This design comes from an exercise in tuning for small area on the open sky130 flow, not from production work. In this exercise RTL edits were held to simulation tests only and were not proved equivalent to the original.

--- flow/config.mk ---
export PLATFORM = sky130hd
export DESIGN_NAME = brick_xu
export DESIGN_NICKNAME = brick_xu
export VERILOG_FILES = /design/flow/design.v
export SDC_FILE = /design/flow/constraint.sdc
export NUM_CORES = 8
export LEC_CHECK = 0
export CAP_MARGIN = 20
export CORE_MARGIN = 2
export CORE_UTILIZATION = 40
export SLEW_MARGIN = 20
--- flow/constraint.sdc ---
create_clock -name core_clock -period 20.0 [get_ports {clk}]
set_input_delay 4.0000 -clock core_clock [delete_from_list [all_inputs] [get_ports {clk}]]
set_output_delay 4.0000 -clock core_clock [all_outputs]
set_load 0.01 [all_outputs]
--- flow/design.v ---
module bx_cvt (
    input  wire signed [79:0] a,
    input  wire        [2:0]  fmt,    
    output reg         [31:0] y,
    output reg                sat
);
    localparam signed [49:0] MAX32 = 50'sh0_0000_7FFF_FFFF;
    localparam signed [49:0] MIN32 = -50'sh0_0000_8000_0000;
    wire signed [47:0] q31_q = a[79:32];
    wire        [31:0] q31_r = a[31:0];
    wire q31_up = (q31_r > 32'h8000_0000) || (q31_r == 32'h8000_0000 && q31_q[0]);
    wire signed [49:0] q31_v = q31_q + $signed({1'b0, q31_up});
    wire signed [46:0] q30_q = a[79:33];
    wire        [32:0] q30_r = a[32:0];
    wire q30_up = (q30_r > 33'h1_0000_0000) || (q30_r == 33'h1_0000_0000 && q30_q[0]);
    wire signed [49:0] q30_v = q30_q + $signed({1'b0, q30_up});
    always @(*) begin
        y   = 32'd0;
        sat = 1'b0;
        case (fmt)
            3'd0: begin
                if (q31_v > MAX32) begin y = 32'h7FFF_FFFF; sat = 1'b1; end
                else if (q31_v < MIN32) begin y = 32'h8000_0000; sat = 1'b1; end
                else y = q31_v[31:0];
            end
            3'd1: begin
                if (q30_v > MAX32) begin y = 32'h7FFF_FFFF; sat = 1'b1; end
                else if (q30_v < MIN32) begin y = 32'h8000_0000; sat = 1'b1; end
                else y = q30_v[31:0];
            end
            3'd2: begin
                if (a > $signed({{30{1'b0}}, MAX32})) begin y = 32'h7FFF_FFFF; sat = 1'b1; end
                else if (a < $signed({{30{1'b1}}, MIN32})) begin y = 32'h8000_0000; sat = 1'b1; end
                else y = a[31:0];
            end
            3'd3: y = a[31:0];
            3'd4: y = a[63:32];
            3'd5: y = {{16{a[79]}}, a[79:64]};
            default: y = 32'd0;
        endcase
    end
endmodule
module bx_sat80 (
    input  wire signed [95:0] v,
    output reg  signed [79:0] y,
    output reg                sat
);
    localparam signed [95:0] AMAX = {17'd0, {79{1'b1}}};
    localparam signed [95:0] AMIN = {{17{1'b1}}, {79{1'b0}}};
    always @(*) begin
        if (v > AMAX) begin
            y = AMAX[79:0];
            sat = 1'b1;
        end else if (v < AMIN) begin
            y = AMIN[79:0];
            sat = 1'b1;
        end else begin
            y = v[79:0];
            sat = 1'b0;
        end
    end
endmodule
module brick_xu (
    input  wire        clk,
    input  wire        rst,         
    input  wire [5:0]  op,          
    input  wire [1:0]  k,           
    input  wire [1:0]  j,           
    input  wire [1:0]  align,       
    input  wire [5:0]  sh,          
    input  wire [31:0] opa,         
    input  wire [31:0] opb,         
    input  wire [15:0] opc,         
    input  wire [11:0] imm,         
    input  wire        cvt_en,
    input  wire [1:0]  cvt_k,
    input  wire [2:0]  cvt_fmt,
    input  wire        f_we,
    input  wire [4:0]  f_wdata,
    output reg         x_we,        
    output reg  [31:0] x_wdata,
    output reg         cvt_we,      
    output reg  [31:0] cvt_data,
    output reg  [4:0]  flags,       
    output reg         acc_sat,     
    output reg  [1:0]  store_sat    
);
    localparam [5:0] OP_MAC  = 6'h01, OP_MSU  = 6'h02, OP_MPY  = 6'h03, OP_MPN  = 6'h04,
                     OP_ACLR = 6'h05, OP_AMOV = 6'h06, OP_AADD = 6'h07, OP_ASUB = 6'h08,
                     OP_ANEG = 6'h09, OP_AABS = 6'h0A, OP_ASHL = 6'h0B, OP_ASHR = 6'h0C,
                     OP_ALDX = 6'h0D, OP_ARES = 6'h0E,
                     OP_ADD  = 6'h10, OP_ADDS = 6'h11, OP_SUB  = 6'h12, OP_SUBS = 6'h13,
                     OP_AND  = 6'h14, OP_OR   = 6'h15, OP_XOR  = 6'h16, OP_SHL  = 6'h17,
                     OP_SHR  = 6'h18, OP_ASR  = 6'h19, OP_MIN  = 6'h1A, OP_MAX  = 6'h1B,
                     OP_ABS  = 6'h1C, OP_NEG  = 6'h1D, OP_CMP  = 6'h1E, OP_MPYX = 6'h1F,
                     OP_LDI  = 6'h20, OP_LSI  = 6'h21, OP_CLS  = 6'h22;
    reg signed [79:0] acc [0:3];
    wire signed [79:0] a_k = acc[k];
    wire signed [79:0] a_j = acc[j];
    wire signed [31:0] sa  = opa;
    wire signed [31:0] sb  = opb;
    wire signed [63:0] prod  = sa * sb;
    wire signed [95:0] prod_w = prod;
    wire signed [95:0] al    = prod_w <<< align;
    wire signed [95:0] a_k_w = a_k;
    wire signed [95:0] a_j_w = a_j;
    reg signed [95:0] acc_wide;     
    reg               acc_clamp;    
    reg               acc_wr;       
    always @(*) begin
        acc_wide  = 96'sd0;
        acc_clamp = 1'b0;
        acc_wr    = 1'b1;
        case (op)
            OP_MAC:  begin acc_wide = a_k_w + al;    acc_clamp = 1'b1; end
            OP_MSU:  begin acc_wide = a_k_w - al;    acc_clamp = 1'b1; end
            OP_MPY:  acc_wide = al;
            OP_MPN:  acc_wide = -al;
            OP_ACLR: acc_wide = 96'sd0;
            OP_AMOV: acc_wide = a_j_w;
            OP_AADD: begin acc_wide = a_k_w + a_j_w; acc_clamp = 1'b1; end
            OP_ASUB: begin acc_wide = a_k_w - a_j_w; acc_clamp = 1'b1; end
            OP_ANEG: begin acc_wide = -a_j_w;        acc_clamp = 1'b1; end
            OP_AABS: begin acc_wide = (a_j_w < 0) ? -a_j_w : a_j_w; acc_clamp = 1'b1; end
            OP_ASHL: begin acc_wide = a_j_w <<< sh[3:0]; acc_clamp = 1'b1; end
            OP_ASHR: acc_wide = a_j_w >>> sh;
            OP_ALDX: acc_wide = {{32{opa[31]}}, opa, 32'd0};
            OP_ARES: acc_wide = {{16{opc[15]}}, opc, opb, opa};
            default: acc_wr = 1'b0;
        endcase
    end
    wire signed [79:0] acc_sat_v;
    wire               acc_sat_f;
    bx_sat80 u_sat80 (.v(acc_wide), .y(acc_sat_v), .sat(acc_sat_f));
    wire signed [79:0] acc_new = acc_clamp ? acc_sat_v : acc_wide[79:0];
    wire               acc_ovf = acc_clamp & acc_sat_f;
    wire signed [32:0] sum33  = sa + sb;
    wire signed [32:0] diff33 = sa - sb;
    wire signed [32:0] neg33  = -sa;
    wire signed [32:0] abs33  = (sa < 0) ? -sa : sa;
    wire        [31:0] mpyx_y;
    wire               mpyx_sat;
    bx_cvt u_cvt_mpyx (.a(al[79:0]), .fmt(align == 2'd0 ? 3'd2 : 3'd0),
                       .y(mpyx_y), .sat(mpyx_sat));
    reg [6:0] cls_n;
    integer   i;
    always @(*) begin
        cls_n = 7'd79;
        for (i = 0; i <= 78; i = i + 1)
            if (a_k[i] != a_k[79])
                cls_n = 7'd78 - i;
    end
    reg [31:0] x_val;
    reg        x_wr;        
    reg        x_sat;       
    reg        x_flags;     
    reg        cmp_op;
    always @(*) begin
        x_val   = 32'd0;
        x_wr    = 1'b1;
        x_sat   = 1'b0;
        x_flags = 1'b1;
        cmp_op  = 1'b0;
        case (op)
            OP_ADD:  x_val = sum33[31:0];
            OP_ADDS: begin
                if (sum33 > 33'sh0_7FFF_FFFF)       begin x_val = 32'h7FFF_FFFF; x_sat = 1'b1; end
                else if (sum33 < -33'sh0_8000_0000) begin x_val = 32'h8000_0000; x_sat = 1'b1; end
                else x_val = sum33[31:0];
            end
            OP_SUB:  x_val = diff33[31:0];
            OP_SUBS: begin
                if (diff33 > 33'sh0_7FFF_FFFF)       begin x_val = 32'h7FFF_FFFF; x_sat = 1'b1; end
                else if (diff33 < -33'sh0_8000_0000) begin x_val = 32'h8000_0000; x_sat = 1'b1; end
                else x_val = diff33[31:0];
            end
            OP_AND:  x_val = opa & opb;
            OP_OR:   x_val = opa | opb;
            OP_XOR:  x_val = opa ^ opb;
            OP_SHL:  x_val = opa << opb[4:0];
            OP_SHR:  x_val = opa >> opb[4:0];
            OP_ASR:  x_val = sa >>> opb[4:0];
            OP_MIN:  x_val = (sa < sb) ? opa : opb;
            OP_MAX:  x_val = (sa > sb) ? opa : opb;
            OP_ABS:  begin
                if (abs33 > 33'sh0_7FFF_FFFF) begin x_val = 32'h7FFF_FFFF; x_sat = 1'b1; end
                else x_val = abs33[31:0];
            end
            OP_NEG:  begin
                if (neg33 > 33'sh0_7FFF_FFFF) begin x_val = 32'h7FFF_FFFF; x_sat = 1'b1; end
                else x_val = neg33[31:0];
            end
            OP_CMP:  begin x_wr = 1'b0; cmp_op = 1'b1; end
            OP_MPYX: begin x_val = mpyx_y; x_sat = mpyx_sat; end
            OP_LDI:  begin x_val = {{20{imm[11]}}, imm}; x_flags = 1'b0; end
            OP_LSI:  begin x_val = {opa[19:0], imm};     x_flags = 1'b0; end
            OP_CLS:  begin x_val = {25'd0, cls_n};       x_flags = 1'b0; end
            default: begin x_wr = 1'b0; x_flags = 1'b0; end
        endcase
    end
    wire [31:0] cvt_y;
    wire        cvt_s;
    bx_cvt u_cvt_mv (.a(acc[cvt_k]), .fmt(cvt_fmt), .y(cvt_y), .sat(cvt_s));
    reg [4:0] f_next;
    always @(*) begin
        f_next = flags;
        if (acc_wr) begin
            f_next[0] = (acc_new == 80'sd0);
            f_next[1] = acc_new[79];
            f_next[2] = acc_ovf;
        end else if (cmp_op) begin
            f_next[0] = (diff33 == 33'sd0);
            f_next[1] = diff33[32];
            f_next[2] = 1'b0;
        end else if (x_flags) begin
            f_next[0] = (x_val == 32'd0);
            f_next[1] = x_val[31];
            f_next[2] = x_sat;
        end else if (cvt_en) begin
            f_next[0] = (cvt_y == 32'd0);
            f_next[1] = cvt_y[31];
            f_next[2] = cvt_s;
        end
        if ((op == OP_MPYX && mpyx_sat) || (cvt_en && cvt_s))
            f_next[3] = 1'b1;
        if (acc_ovf)
            f_next[4] = 1'b1;
        if (f_we)
            f_next = f_wdata;
    end
    always @(posedge clk) begin
        if (rst) begin
            acc[0]    <= 80'sd0;
            acc[1]    <= 80'sd0;
            acc[2]    <= 80'sd0;
            acc[3]    <= 80'sd0;
            flags     <= 5'd0;
            x_we      <= 1'b0;
            x_wdata   <= 32'd0;
            cvt_we    <= 1'b0;
            cvt_data  <= 32'd0;
            acc_sat   <= 1'b0;
            store_sat <= 2'd0;
        end else begin
            if (acc_wr)
                acc[k] <= acc_new;
            flags     <= f_next;
            x_we      <= x_wr;
            x_wdata   <= x_val;
            cvt_we    <= cvt_en;
            cvt_data  <= cvt_y;
            acc_sat   <= acc_ovf;
            store_sat <= {1'b0, op == OP_MPYX && mpyx_sat} + {1'b0, cvt_en && cvt_s};
        end
    end
endmodule
--- flow/run.sh ---
#!/bin/bash
# synth_recipe.tcl (not shown) runs the flow's synth.tcl, then flattens the netlist and writes it again
# the make line also repeats each setting of config.mk as NAME=value (left out here)
make -C /OpenROAD-flow-scripts/flow DESIGN_CONFIG=/design/flow/config.mk WORK_HOME=/design/flow/orfs CLKGATE_MAP_FILE= SYNTH_SCRIPT=/design/flow/synth_recipe.tcl finish
==> flow_summary_export.csv <==
group,metric,value,unit
outcome,status,"complete, no violations",
synthesis,synth_flop_cell,"edfxtp_1",
timing,worst_pin_slew,1340,ps
synthesis,synth_top_area_share,18.8,%
final_layout,layout_commonest_cell,"nand2_1",
synthesis,ys_top_cells_by_area,"fa_1 19%, mux4_2 9.5%, edfxtp_1 8.3%",
timing,fmax,0.0512,GHz
critical_path,endpoint_kind,"flip-flop",
detailed_routing,firstDrtPassIters,10,
critical_path,slowest_delay,690,ps
final_layout,fill_cells,29626,
synthesis,avgSynthCellArea,7.91,um2
die,start_util,40.2,%
synthesis,syn_area,0.116,mm2
die,num_rows,197,
timing,max-slew-margin-rel,10.6,%
clock_network,cts-root-buf,"clkbuf_16",
global_route,grt_pass1_wl,1010,mm
critical_path,crit_fanout,15,
worst_hold_path,hold_path_depth,2,
critical_path,regToRegStartpoint,"acc[3][15]",
synthesis,synthesis.nets,16407,
detailed_routing,viasPerCell,6.92,
run,drv_cap,0,
critical_path,cpLargestDelayFamily,"adder cells",
worst_hold_path,min_to,"flags[1]",
placed_design,place_congestion,1.12,
critical_path,r2r-end,"flags[2]",
clock_network,cts_tree,"done",
placed_design,io_buffers,197,
critical_path,crit_required,20650,ps
die,ioPinCount,198,
critical_path,r2r_setup_slack,10610,ps
critical_path,start_kind,"primary input",
clock_network,clk_latency,770,ps
die,core,0.288,mm2
final_layout,final_layout_size_suffix_gt1_share,13.7,%
die,die_w,542,um
synthesis,synth-edff-count,320,
critical_path,slowest_stage,"buf_2",
worst_hold_path,hp-start,"flags[1]",
clock_network,cts_buffer_depth,3,
detailed_routing,drc,0,
detailed_routing,drt_iter0_drc,21014,
synthesis,ys_seq_elements,394,
final_layout,syn_to_final_growth,10.7,%
synthesis,async_flop_share,0,%
synthesis,syn_inst,14628,
critical_path,critPathBufInv,14,
timing,hold_ws,471,ps
die,dieHeight,542,um
clock_network,clkTransAtPathRegs,70,ps
die,die_area,0.294,mm2
final_layout,nNetsFinal,16579,
clock_network,htreeDepth,2,
critical_path,cp.arrival,20190,ps
timing,setup_viol_count_final,0,
clock_network,cts_buffers,49,
placed_design,dpl_cell_area,0.126,mm2
timing,finalCriticalPeriod,19540,ps
timing,finalHoldViolCount,0,
final_layout,fin_area,0.128,mm2
global_route,grt.total_usage,48.6,%
timing,period_share,97.7,%
global_route,grt_pass1_vias,121723,
critical_path,reg2regPathDepth,27,
timing,worst_clock_skew,97.1,ps
global_route,grt_overflow,0,
synthesis,yosys.area.top_type,"fa_1",
clock_network,cts-hold-fix-buffers,0,
detailed_routing,wl_per_cell,39.1,um
final_layout,final_cell_mix,"1,742 x nand2_1, 1,607 x nor2_1, 1,402 x inv_1",
global_route,grt_max_degree,136,
critical_path,crit_type,"primary input to flip-flop",
timing,slew_viol_final,0,
synthesis,ys_warn_count,3,
detailed_routing,routed_wl,731,mm
worst_hold_path,hold_path_class,"flip-flop to flip-flop",
detailed_routing,ant_nets,0,
synthesis,ys_types,106,
clock_network,clock_sinks,394,
timing,rsz0062_at_grt,"no",
synthesis,ys_seq_area_share,9.59,%
detailed_routing,vias,129127,
placed_design,dp_hpwl,595,mm
global_route,antenna_found_initial,86,
## cells in the mapped netlist (all sizes together) (61+ instances only)
cell and count:
o22ai 82, a222oi 61, a221oi 131, a21oi 1009, and2 89, or3 116
clkbuf 871, nor2 1622, a22oi 67, mux2 106, or2 70, dfxtp 74
edfxtp 320, nand2 1747, nand2b 95, mux4 489, o211ai 168, nor3 362
nor2b 88, nor4 155, a221o 70, a21o 153, o21ai 697, a211oi 150
buf 251, and3 80, mux2i 300, nand4 193, inv 1416, o31ai 73
nand3 292, o21bai 96, a31oi 124, xnor2 279, o221ai 83, xor2 146
ha 568, o21a 83, fa 1087
## worst max path at each step
stage	cells past startpoint	endpoint	start	slack, ps
6_report	56	flags[2]	opb[22]	460
5_1_grt	56	acc[1][67]	opb[22]	60
4_1_cts	55	flags[0]	opa[18]	160
3_5_place_dp	54	flags[2]	opa[18]	-580
3_3_place_gp	51	flags[2]	opa[18]	-350
2_1_floorplan	52	acc[3][62]	opb[3]	720
## repair_timing
item,in CTS,in global routing
buffers inserted,0,2
resized for setup,0,10
endpoints found under the setup margin,0,320
## routing by layer
metal / vias to the layer above / global-route usage [%] / wire length, um / part of all wire, %
met2: 10024 / 67.5 / 292000 / 40
met1: 64386 / 62.3 / 273000 / 37
met3: 2170 / 17.1 / 101000 / 14
met4: 44 / 34.3 / 63900 / 8.7
met5: - / 0 / 328 / 0.045
li1: 52503 / - / - / -
## kinds of logic after synthesis
logic type	share of synthesized area, %
buffers and inverters	8.39
AND/OR/NAND/NOR	19.9
adder cells (fa/ha/maj)	25.0
flip-flops	9.59
XOR/XNOR	3.22
AO/OA/AOI/OAI	20.8
multiplexers	13.1
## registers in the layout (all words and copies together) (netlist names)
register and flops:
cvt_data 32, acc_sat 1, store_sat 2, cvt_we 1, x_we 1, x_wdata 32, flags 5, acc 320
## through the flow
stage	setup TNS, ps	setup WS (ps)	util (%)	instances
CTS	0	156	44.4	18616
global route	0	61.9	44.5	18630
floorplan	0	723	-	14628
global placement	-66870	-349	43.8	18520
detailed placement	-128320	-582	43.8	18524
finish	0	463	44.5	18663
## worst min-delay path: stages (launching register included)
cell and delay, ps:
dfxtp_1 320, nand2_1 50, a21oi_1 60
## area by class of cell
type,count,area (um2),share of cell area (%)
Tap cell,3781,4730,3.69
Timing Repair Buffer,1243,9770,7.63
Inverter,1440,5420,4.23
Multi-Input combinational cell,11672,95300,74.4
Clock inverter,28,319,0.249
Antenna cell,41,103,0.0801
Sequential cell,394,11100,8.66
Clock buffer,64,1370,1.07

## separate check: timing with driven ports
No port has a modelled driver above. Below, the same layout with a new extraction and two added sets of constraints. Step 1 assumes that a clkbuf_16 drives the clock port and a buf_2 every other input. Step 2 also shifts input and output timing later by t, the mid clock arrival at the registers, as if the neighbouring blocks saw the same clock. a / b / c = ideal / step 1 / step 2; a / b = the first two.
t (ns): 0.835
slack for setup (ns): 0.463 / 0.510 / -0.324
worst setup path after step 2: input to register
clock arrival spread, ns: 0.098 / 0.097
Met with ideal ports but missed after step 2: setup timing in this run. For this run, drivers alone change the setup slack by +0.047 ns; drivers and shift together by -0.787 ns.
